What follows belongs to an exercise in optimizing a design on an open flow for small area, a short achievable clock period and few clock cycles; a production flow would make more cautious choices.
The RTL was checked by simulation tests, not by an equivalence proof against the original design.
No activity file was given, so power comes from the tool's default toggle rates.

### run.sh
#!/bin/bash
# synth_recipe.tcl (not shown) runs the flow's synth.tcl, then flattens the netlist and writes it again
# the make line also repeats each setting of config.mk as NAME=value (left out here)
make -C /OpenROAD-flow-scripts/flow DESIGN_CONFIG=/design/flow/config.mk WORK_HOME=/design/flow/orfs CLKGATE_MAP_FILE= SYNTH_SCRIPT=/design/flow/synth_recipe.tcl finish
### config.mk
export PLATFORM = sky130hd
export DESIGN_NAME = ce_alu
export DESIGN_NICKNAME = ce_alu
export VERILOG_FILES = /design/flow/design.v
export SDC_FILE = /design/flow/constraint.sdc
export NUM_CORES = 8
export LEC_CHECK = 0
export CAP_MARGIN = 20
export CORE_MARGIN = 2
export CORE_UTILIZATION = 40
export PLACE_DENSITY = 0.6
export SLEW_MARGIN = 20
### constraint.sdc
create_clock -name core_clock -period 20.0 [get_ports {clk}]
set_input_delay 4.0000 -clock core_clock [delete_from_list [all_inputs] [get_ports {clk}]]
set_output_delay 4.0000 -clock core_clock [all_outputs]
set_load 0.01 [all_outputs]
### design.v
module ce_alu (
    input  wire         clk,
    input  wire         rst,
    input  wire         start,
    output wire         ready,
    input  wire [4:0]   op,
    input  wire         aux,
    input  wire [31:0]  a,
    input  wire [31:0]  b,
    input  wire [191:0] kv,       
    input  wire [29:0]  ks,       
    input  wire [95:0]  st_in,    
    output reg          done,
    output reg  [95:0]  d,        
    output reg  [95:0]  st_out,   
    output reg          sat,
    output reg          lim,
    output reg          div0
);
    localparam [4:0] OP_MOV = 5'd1,  OP_ADD = 5'd2,  OP_SUB = 5'd3,  OP_MUL = 5'd4,
                     OP_FFADD = 5'd5, OP_VMUL = 5'd6, OP_DIV = 5'd7, OP_LIMIT = 5'd8,
                     OP_PI = 5'd9,   OP_PID = 5'd10, OP_BIQUAD = 5'd11, OP_CLARKE = 5'd12,
                     OP_ICLARKE = 5'd15, OP_MAG = 5'd17, OP_CLASS = 5'd18;
    localparam signed [33:0] K3   = 34'sd1239850262;    
    localparam signed [33:0] K23  = 34'sd1431655765;    
    localparam signed [33:0] K3X3 = 34'sd3719550786;    
    reg               busy;
    reg  [3:0]        step;
    reg  [6:0]        cnt;
    reg  [4:0]        op_r;
    reg               aux_r;
    reg  signed [31:0] a_r, b_r;
    reg  [191:0]      kv_r;
    reg  [29:0]       ks_r;
    reg  signed [31:0] s0_r, s1_r, s2_r;
    reg  signed [31:0] t0, t1, t2, t3;
    reg  [63:0]       n_r;         
    reg               neg_r;       
    reg  [32:0]       den_r;       
    reg  [33:0]       drem;        
    reg  [31:0]       root;        
    reg  [34:0]       srem;        
    reg               sat_acc, lim_acc;
    assign ready = !busy;
    wire signed [31:0] k0 = kv_r[31:0];
    wire signed [31:0] k1 = kv_r[63:32];
    wire signed [31:0] k2 = kv_r[95:64];
    wire signed [31:0] k3 = kv_r[127:96];
    wire signed [31:0] k4 = kv_r[159:128];
    wire signed [31:0] k5 = kv_r[191:160];
    wire [4:0] sh0 = ks_r[4:0];
    wire [4:0] sh1 = ks_r[9:5];
    wire [4:0] sh2 = ks_r[14:10];
    wire [4:0] sh3 = ks_r[19:15];
    wire [4:0] sh4 = ks_r[24:20];
    reg  signed [33:0] mx, my;
    reg  signed [67:0] mz;
    reg  [5:0]         msh;
    wire signed [67:0] mp   = mx * my + mz;
    wire signed [67:0] half = (msh == 6'd0) ? 68'sd0 : (68'sd1 <<< (msh - 6'd1));
    wire signed [67:0] mr   = (mp + half) >>> msh;
    wire               m_hi = mr > 68'sd2147483647;
    wire               m_lo = mr < -68'sd2147483648;
    wire signed [31:0] mres = m_hi ? 32'sh7fffffff : m_lo ? 32'sh80000000 : mr[31:0];
    wire               movf = m_hi | m_lo;
    reg  signed [33:0] ax, ay, az;
    wire signed [35:0] asum = ax + ay + az;
    wire               a_hi = asum > 36'sd2147483647;
    wire               a_lo = asum < -36'sd2147483648;
    wire signed [31:0] ares = a_hi ? 32'sh7fffffff : a_lo ? 32'sh80000000 : asum[31:0];
    wire               aovf = a_hi | a_lo;
    reg  signed [31:0] c_lo, c_hi, cx, cy;
    wire signed [31:0] cx_l = (cx < c_lo) ? c_lo : cx;
    wire signed [31:0] cx_c = (cx_l > c_hi) ? c_hi : cx_l;
    wire signed [31:0] cy_l = (cy < c_lo) ? c_lo : cy;
    wire signed [31:0] cy_c = (cy_l > c_hi) ? c_hi : cy_l;
    always @(*) begin
        mx = 34'sd0; my = 34'sd0; mz = 68'sd0; msh = 6'd0;
        ax = 34'sd0; ay = 34'sd0; az = 34'sd0;
        c_lo = 32'sd0; c_hi = 32'sd0; cx = 32'sd0; cy = 32'sd0;
        case (op_r)
            OP_ADD: begin ax = a_r; ay = b_r; end
            OP_SUB: begin ax = a_r; ay = -b_r; end
            OP_MUL: begin mx = k0; my = a_r; msh = {1'b0, sh0}; end
            OP_FFADD: begin
                mx = k0; my = b_r; msh = {1'b0, sh0};
                ax = a_r; ay = t0;
            end
            OP_VMUL: begin mx = a_r; my = b_r; msh = 6'd31; end
            OP_LIMIT: begin c_lo = k0; c_hi = k1; cx = a_r; end
            OP_PI: begin
                c_lo = k2; c_hi = k3; cx = ares; cy = t2;
                case (step)
                    4'd0: begin ax = a_r; ay = -b_r; end
                    4'd1: begin mx = k0; my = t0; msh = {1'b0, sh0}; end
                    4'd2: begin mx = k1; my = t0; msh = {1'b0, sh1}; end
                    4'd3: begin ax = s0_r; ay = t2; end
                    default: begin ax = t1; ay = t2; end
                endcase
            end
            OP_PID: begin
                c_lo = k4; c_hi = k5; cx = ares; cy = t2;
                case (step)
                    4'd0: begin ax = a_r; ay = -b_r; end
                    4'd1: begin mx = k0; my = t0; msh = {1'b0, sh0}; ax = t0; ay = -s1_r; end
                    4'd2: begin mx = k1; my = t0; msh = {1'b0, sh1}; end
                    4'd3: begin mx = k2; my = t3; msh = {1'b0, sh2}; ax = s0_r; ay = t2; end
                    4'd4: begin ax = t3; ay = -s2_r; end
                    4'd5: begin mx = k3; my = t3; msh = {1'b0, sh3}; end
                    4'd6: begin ax = s2_r; ay = t3; end
                    4'd7: begin ax = t1; ay = t3; end
                    default: begin ax = t1; ay = t2; end
                endcase
            end
            OP_BIQUAD: begin
                case (step)
                    4'd0: begin mx = k0; my = a_r; msh = {1'b0, sh0}; end
                    4'd1: begin ax = t0; ay = s0_r; end
                    4'd2: begin mx = k1; my = a_r; msh = {1'b0, sh1}; end
                    4'd3: begin mx = k3; my = t3; msh = {1'b0, sh3}; end
                    4'd4: begin ax = t1; ay = -t2; az = s1_r; end
                    4'd5: begin mx = k2; my = a_r; msh = {1'b0, sh2}; end
                    4'd6: begin mx = k4; my = t3; msh = {1'b0, sh4}; end
                    default: begin ax = t1; ay = -t2; end
                endcase
            end
            OP_CLARKE: begin
                if (step == 4'd0) begin
                    if (aux_r) begin mx = K23; my = 2 * a_r + b_r; msh = 6'd32; end
                    else       begin mx = K3;  my = a_r + 2 * b_r; msh = 6'd31; end
                end else begin
                    mx = K3; my = b_r; msh = 6'd31;
                end
            end
            OP_ICLARKE: begin
                mx = K3X3; msh = 6'd32;
                mz = -($signed({{36{a_r[31]}}, a_r}) <<< 31);
                my = (step == 4'd0) ? b_r : -b_r;
            end
            OP_MAG: begin
                if (step == 4'd0) begin mx = a_r; my = a_r; end
                else begin mx = b_r; my = b_r; mz = $signed({4'd0, n_r}); end
            end
            default: ;
        endcase
    end
    wire               b_zero  = (b_r == 32'sd0);
    wire signed [32:0] div_sa  = b_r[31] ? -$signed({a_r[31], a_r}) : $signed({a_r[31], a_r});
    wire [32:0]        div_bab = b_r[31] ? -$signed({b_r[31], b_r}) : {b_r[31], b_r};
    wire signed [65:0] div_n   = ($signed({div_sa, 32'd0}) + $signed({33'd0, div_bab}));
    wire [65:0]        div_nab = div_n[65] ? -div_n : div_n;
    wire [33:0]        drem_sh = {drem[32:0], n_r[63]};
    wire               dge     = drem_sh >= {1'b0, den_r};
    wire [33:0]        drem_nx = dge ? drem_sh - {1'b0, den_r} : drem_sh;
    wire [64:0]        div_q   = neg_r ? -({1'b0, n_r} + {64'd0, (drem != 34'd0)}) : {1'b0, n_r};
    wire signed [64:0] div_qs  = $signed(div_q);
    wire               dq_hi   = div_qs > 65'sd2147483647;
    wire               dq_lo   = div_qs < -65'sd2147483648;
    wire [34:0]        srem_sh = {srem[32:0], n_r[63:62]};
    wire [34:0]        strial  = {1'b0, root, 2'b01};
    wire               sge     = srem_sh >= strial;
    wire [32:0]        mag_r   = {1'b0, root} + {32'd0, (srem > {3'd0, root})};
    always @(posedge clk) begin
        if (rst) begin
            busy <= 1'b0;
            done <= 1'b0;
        end else begin
            done <= 1'b0;
            if (!busy) begin
                if (start) begin
                    busy    <= 1'b1;
                    step    <= 4'd0;
                    cnt     <= 7'd0;
                    op_r    <= op;
                    aux_r   <= aux;
                    a_r     <= a;
                    b_r     <= b;
                    kv_r    <= kv;
                    ks_r    <= ks;
                    s0_r    <= st_in[31:0];
                    s1_r    <= st_in[63:32];
                    s2_r    <= st_in[95:64];
                    st_out  <= st_in;
                    sat_acc <= 1'b0;
                    lim_acc <= 1'b0;
                end
            end else begin
                step <= step + 4'd1;
                case (op_r)
                    OP_MOV: begin
                        d[31:0] <= a_r;
                        sat <= 1'b0; lim <= 1'b0; div0 <= 1'b0;
                        busy <= 1'b0; done <= 1'b1;
                    end
                    OP_ADD, OP_SUB: begin
                        d[31:0] <= ares;
                        sat <= aovf; lim <= 1'b0; div0 <= 1'b0;
                        busy <= 1'b0; done <= 1'b1;
                    end
                    OP_MUL, OP_VMUL: begin
                        d[31:0] <= mres;
                        sat <= movf; lim <= 1'b0; div0 <= 1'b0;
                        busy <= 1'b0; done <= 1'b1;
                    end
                    OP_FFADD: begin
                        if (step == 4'd0) begin
                            t0 <= mres; sat_acc <= movf;
                        end else begin
                            d[31:0] <= ares;
                            sat <= sat_acc | aovf; lim <= 1'b0; div0 <= 1'b0;
                            busy <= 1'b0; done <= 1'b1;
                        end
                    end
                    OP_LIMIT: begin
                        d[31:0] <= cx_c;
                        sat <= 1'b0; lim <= (cx_c != a_r); div0 <= 1'b0;
                        busy <= 1'b0; done <= 1'b1;
                    end
                    OP_PI, OP_PID: begin
                        case (step)
                            4'd0: begin t0 <= ares; sat_acc <= aovf; end
                            4'd1: begin
                                t1 <= mres; sat_acc <= sat_acc | movf;
                                if (op_r == OP_PID) begin
                                    t3 <= ares; sat_acc <= sat_acc | movf | aovf;
                                end
                            end
                            4'd2: begin t2 <= mres; sat_acc <= sat_acc | movf; end
                            4'd3: begin
                                t2 <= ares; sat_acc <= sat_acc | aovf;
                                if (op_r == OP_PI) step <= 4'd8;
                                else begin t3 <= mres; sat_acc <= sat_acc | aovf | movf; end
                            end
                            4'd4: begin t3 <= ares; sat_acc <= sat_acc | aovf; end
                            4'd5: begin t3 <= mres; sat_acc <= sat_acc | movf; end
                            4'd6: begin
                                t3 <= ares; st_out[95:64] <= ares; st_out[63:32] <= t0;
                                sat_acc <= sat_acc | aovf;
                            end
                            4'd7: begin t1 <= ares; sat_acc <= sat_acc | aovf; end
                            default: begin
                                d[31:0] <= cx_c;
                                sat <= sat_acc | aovf;
                                div0 <= 1'b0;
                                if (cx_c == ares) begin
                                    st_out[31:0] <= t2;
                                    lim <= 1'b0;
                                end else begin
                                    lim <= 1'b1;
                                    if ((cx_c < ares && t0 > 0) || (cx_c > ares && t0 < 0))
                                        st_out[31:0] <= s0_r;
                                    else
                                        st_out[31:0] <= cy_c;
                                end
                                busy <= 1'b0; done <= 1'b1;
                            end
                        endcase
                    end
                    OP_BIQUAD: begin
                        case (step)
                            4'd0: begin t0 <= mres; sat_acc <= movf; end
                            4'd1: begin t3 <= ares; d[31:0] <= ares; sat_acc <= sat_acc | aovf; end
                            4'd2: begin t1 <= mres; sat_acc <= sat_acc | movf; end
                            4'd3: begin t2 <= mres; sat_acc <= sat_acc | movf; end
                            4'd4: begin st_out[31:0] <= ares; sat_acc <= sat_acc | aovf; end
                            4'd5: begin t1 <= mres; sat_acc <= sat_acc | movf; end
                            4'd6: begin t2 <= mres; sat_acc <= sat_acc | movf; end
                            default: begin
                                st_out[63:32] <= ares;
                                sat <= sat_acc | aovf; lim <= 1'b0; div0 <= 1'b0;
                                busy <= 1'b0; done <= 1'b1;
                            end
                        endcase
                    end
                    OP_CLARKE: begin
                        if (step == 4'd0) begin
                            if (aux_r) begin
                                t0 <= mres; sat_acc <= movf;
                            end else begin
                                d[31:0] <= a_r; d[63:32] <= mres;
                                sat <= movf; lim <= 1'b0; div0 <= 1'b0;
                                busy <= 1'b0; done <= 1'b1;
                            end
                        end else begin
                            d[31:0] <= t0; d[63:32] <= mres;
                            sat <= sat_acc | movf; lim <= 1'b0; div0 <= 1'b0;
                            busy <= 1'b0; done <= 1'b1;
                        end
                    end
                    OP_ICLARKE: begin
                        if (step == 4'd0) begin
                            t0 <= mres; sat_acc <= movf;
                        end else begin
                            d[31:0] <= a_r; d[63:32] <= t0; d[95:64] <= mres;
                            sat <= sat_acc | movf; lim <= 1'b0; div0 <= 1'b0;
                            busy <= 1'b0; done <= 1'b1;
                        end
                    end
                    OP_DIV: begin
                        case (step)
                            4'd0: begin
                                if (b_zero) begin
                                    d[31:0] <= a_r[31] ? 32'h80000000 : 32'h7fffffff;
                                    sat <= 1'b0; lim <= 1'b0; div0 <= 1'b1;
                                    busy <= 1'b0; done <= 1'b1;
                                end else begin
                                    n_r   <= div_nab[63:0];
                                    neg_r <= div_n[65];
                                    den_r <= {div_bab[31:0], 1'b0};
                                    drem  <= 34'd0;
                                    cnt   <= 7'd0;
                                end
                            end
                            4'd1: begin
                                drem <= drem_nx;
                                n_r  <= {n_r[62:0], dge};
                                cnt  <= cnt + 7'd1;
                                if (cnt != 7'd63) step <= 4'd1;
                            end
                            default: begin
                                d[31:0] <= dq_hi ? 32'h7fffffff : dq_lo ? 32'h80000000 : div_q[31:0];
                                sat <= dq_hi | dq_lo; lim <= 1'b0; div0 <= 1'b0;
                                busy <= 1'b0; done <= 1'b1;
                            end
                        endcase
                    end
                    OP_MAG: begin
                        case (step)
                            4'd0: n_r <= mp[63:0];
                            4'd1: begin
                                n_r  <= mp[63:0];
                                root <= 32'd0;
                                srem <= 35'd0;
                                cnt  <= 7'd0;
                            end
                            4'd2: begin
                                srem <= sge ? srem_sh - strial : srem_sh;
                                root <= {root[30:0], sge};
                                n_r  <= {n_r[61:0], 2'b00};
                                cnt  <= cnt + 7'd1;
                                if (cnt != 7'd31) step <= 4'd2;
                            end
                            default: begin
                                d[31:0] <= mag_r[32:31] != 2'b00 ? 32'h7fffffff : mag_r[31:0];
                                sat <= mag_r[32:31] != 2'b00; lim <= 1'b0; div0 <= 1'b0;
                                busy <= 1'b0; done <= 1'b1;
                            end
                        endcase
                    end
                    OP_CLASS: begin
                        d[31:0] <= a_r; d[63:32] <= b_r;
                        sat <= 1'b0; lim <= 1'b0; div0 <= 1'b0;
                        busy <= 1'b0; done <= 1'b1;
                    end
                    default: begin
                        sat <= 1'b0; lim <= 1'b0; div0 <= 1'b0;
                        busy <= 1'b0; done <= 1'b1;
                    end
                endcase
            end
        end
    end
endmodule
==> results_dict.tcl <==
set metrics [dict create \
    status "complete, no violations" \
    synth_compound_area_share_pct 18.6 \
    yosysWarnings 1 \
    synth-seq-cells 918 \
    finalMaxSlewViolations 0 \
    placed_cells 18900 \
    ios 588 \
    post-route-min-period_ns 19.46 \
    total_leakage_power_uw 0.0556 \
    gp_congestion 1.15 \
    multiInputGateArea_mm2 0.0891 \
    area_delta_synth_final_pct 16.7 \
    clock_skew_ns 0.0651 \
    yosys.area.top_type_share_pct 22.2 \
    htree_levels 3 \
    ys.flop_type "edfxtp_1" \
    die_w_um 561 \
    ys_seq_area_share_pct 22.2 \
    cts_root_buf "clkbuf_16" \
    synthArstFlopShare_pct 0 \
    grt_usage_pct 43.0 \
    grtUsageMet3_pct 14.8 \
    clkTransAtPathRegs_ns 0.06 \
    placed_area_mm2 0.141 \
    design_area_mm2 0.145 \
    overflow 0 \
    postSynthAreaPerCell_um2 8.80 \
    avgRoutedWirePerCell_um 35.9 \
    post_synth_inst_count 14100 \
    endpoint_kind "flop" \
    tritoncts "built" \
    synthMuxAreaShare_pct 2.12 \
    regArea_mm2 0.0276 \
    yosys.area_share.adder_pct 29.2 \
    use_met2_pct 60.2 \
    grt_max_degree 138 \
    cts_made_buffers 104 \
    slew_headroom_pct 2.34 \
    clk_latency_ns 0.80 \
    busiest_layer "met2" \
    cap_violations 0 \
    fillers 30000 \
    dp_hpwl_mm 555 \
    viasPerCell 6.37 \
    rows 204 \
    period_share_pct 97.3 \
    synth_area_leader_cell "edfxtp_1" \
    yosys.area_share.simple_pct 16.4 \
    p_total_uw 10300 \
    synth_top_family_by_area "adder cells" \
    core-area_mm2 0.309 \
    post-place-ws_ns 0.0728 \
    setup_viol 0 \
    synth_edf_count 916 \
    nNetsFinal 17400 \
    grt_pass1_vias 116000 \
    wl_mm 690 \
    instances_no_fill 19200 \
    worstSetupPathType "flop to flop" \
    die_y_um 561 \
    layout_common_cells "nand2_1, fa_1, inv_1, nor2_1, buf_4" \
    critPathMaxFanout 11 \
    post_synth_num_cell_types 111 \
    synth_xor_area_share_pct 4.80 \
    clockBufferDepth 3 \
    numPortBuffers 582 \
    drc 0 \
    hold_class "flop to flop" \
    dr.pass1.iters 17 \
    synth_area_mm2 0.124 \
    slowest_stage "or3b_2" \
    use_met1_pct 53.5 \
    synth_area_leaders "edfxtp_1, fa_1, ha_1" \
    num_vias 122000 \
    drtIter0Drc 19100 \
    antenna_found_initial 75 \
    hold_viol_final 0 \
    grt_pass1_wl_mm 944 \
    arrival_ns 19.96 \
    worst_pin_slew_ns 1.46 \
    final_common_cell "nand2_1" \
    dieArea_mm2 0.314 \
    cp.required_ns 20.50 \
    initial_core_util_pct 40.1 \
    final_antenna_net_count 0 \
    start_kind "flop" \
    max-vdd-ir-drop_uv 99.2 \
    drive_gt1_share_pct 10.1 \
    setup_slack_ns 0.545 \
    clock_sinks 918 \
    max_freq_mhz 51.4 \
    power_density_mw_per_mm2 71.1 \
    critPathMaxStageDelay_ns 0.71 \
]
## where the power goes
part | switching [uW] | internal (uW) | leakage (uW)
clock network | 949 | 1120 | 0.00168
logic | 3840 | 2050 | 0.0455
registers | 78.0 | 2240 | 0.00844
total | 4870 | 5410 | 0.0556
## critical path: cells and delay by family (launching register included)
| kind | cells | cell delay [ns] |
|---|---|---|
| buffers and inverters | 13 | 2.38 |
| AO/OA/AOI/OAI | 39 | 8.43 |
| flip-flops | 1 | 0.56 |
| AND/OR/NAND/NOR | 28 | 5.67 |
| multiplexers | 1 | 0.26 |
| XOR/XNOR | 1 | 0.11 |
| adder cells (fa/ha/maj) | 5 | 1.69 |
## per-stage QoR
step           util [%]  setup TNS [ns]  hold slack, ns
4_1_cts            46.7               0           0.607
2_1_floorplan         -               0           0.468
6_report           46.8               0           0.611
3_5_place_dp       45.6               0           0.599
5_1_grt            46.8        -0.00132           0.625
3_3_place_gp       45.6               0           0.588
## cell families (layout without fill, tap and decap cells)
logic type      after synthesis  in the layout
simple gates               4508           4508
compound gates             3475           3475
buf+inv                    2177           3095
fa+ha+maj                  2074           2074
flops                       918            918
xor+xnor                    676            676
mux                         255            255
other cells                   1             81
## final cells by class
class / count / area share [%]
Clock buffer: 126 / 1.90
Clock inverter: 68 / 0.537
Tap cell: 4120 / 3.57
Sequential cell: 918 / 19.1
Inverter: 1240 / 3.23
Timing Repair Buffer: 1661 / 9.99
Antenna cell: 49 / 0.0848
Multi-Input combinational cell: 11000 / 61.6
## sequential cells by signal (all words and copies together), names as in the netlist, 7 cells and up
name / flops
t3: 32
t2: 32
root: 32
s2_r: 32
drem: 34
kv_r: 192
s1_r: 32
srem: 35
d: 96
s0_r: 32
n_r: 64
t1: 32
b_r: 32
den_r: 32
t0: 32
a_r: 32
ks_r: 25
st_out: 96
cnt: 7
## synthesized netlist by cell type (107+ instances only)
library cell  instances
nor3_1              309
a211oi_1            138
ha_1                709
inv_1              1239
a31oi_1             150
nor2_1             1069
a21o_1              227
fa_1               1365
xor2_1              231
nand4_1             120
mux2i_1             227
a222oi_1            194
nand3_1             200
clkbuf_1            814
and2_1              182
o21ai_0             693
nand2b_1            140
nor2b_1             158
o211ai_1            107
nand2_1            1917
a21oi_1             989
xnor2_1             443
edfxtp_1            916
a22oi_1             240
## timing repair
action / in CTS / in global routing
pin swaps: 1 / 3
hold endpoints to repair: 0 / 0
buffers inserted: 2 / 4
cloned: 0 / 0
hold buffers: 0 / 0
setup endpoints to repair: 5 / 219
resized for setup: 0 / 21
## routing by layer
metal | wire length (um) | share of wire, %
met5 | 474 | 0.069
met4 | 68900 | 10
met3 | 88400 | 13
met2 | 277000 | 40
met1 | 255000 | 37
## worst paths after layout
path,cells past startpoint,end,slack [ns],start
setup / recovery,87,st_out[8]$_DFFE_PP_,0.54,b_r[1]$_DFFE_PP_
hold / removal,1,cnt[0]$_SDFFCE_PN0P_,0.61,cnt[0]$_SDFFCE_PN0P_
setup reg to reg,87,st_out[8]$_DFFE_PP_,0.54,b_r[1]$_DFFE_PP_
hold reg to reg,1,cnt[0]$_SDFFCE_PN0P_,0.61,cnt[0]$_SDFFCE_PN0P_
Testbench counts, summed over its fixed seeds: cycles 249,256.

==> re-timing with driven ports <==
Ports are ideal in the flow. The routed layout listed here was re-timed in OpenROAD.
Step 1 assumes that a clkbuf_16 drives the clock port and a buf_2 every other input.
Step 2 adds t to the input delays and takes it off the output delays; t is the mean of the earliest and latest rising clock arrival at the registers after step 1. Input paths then give back, and output paths get back, about the clock's delay inside the block.
Three values: no drivers, after step 1, after step 2; two values: the first two.
shift t [ns]: 0.871
setup slack, ns: 0.545 / 0.545 / 0.545
hold slack, ns: 0.611 / 0.611 / 0.611
clock arrival spread, ns: 0.065 / 0.065
cell pins on the clock port's net: 1
After both steps setup and hold are still met in this run. For this run, drivers alone change the setup slack by 0.000 ns; drivers and shift together by 0.000 ns.
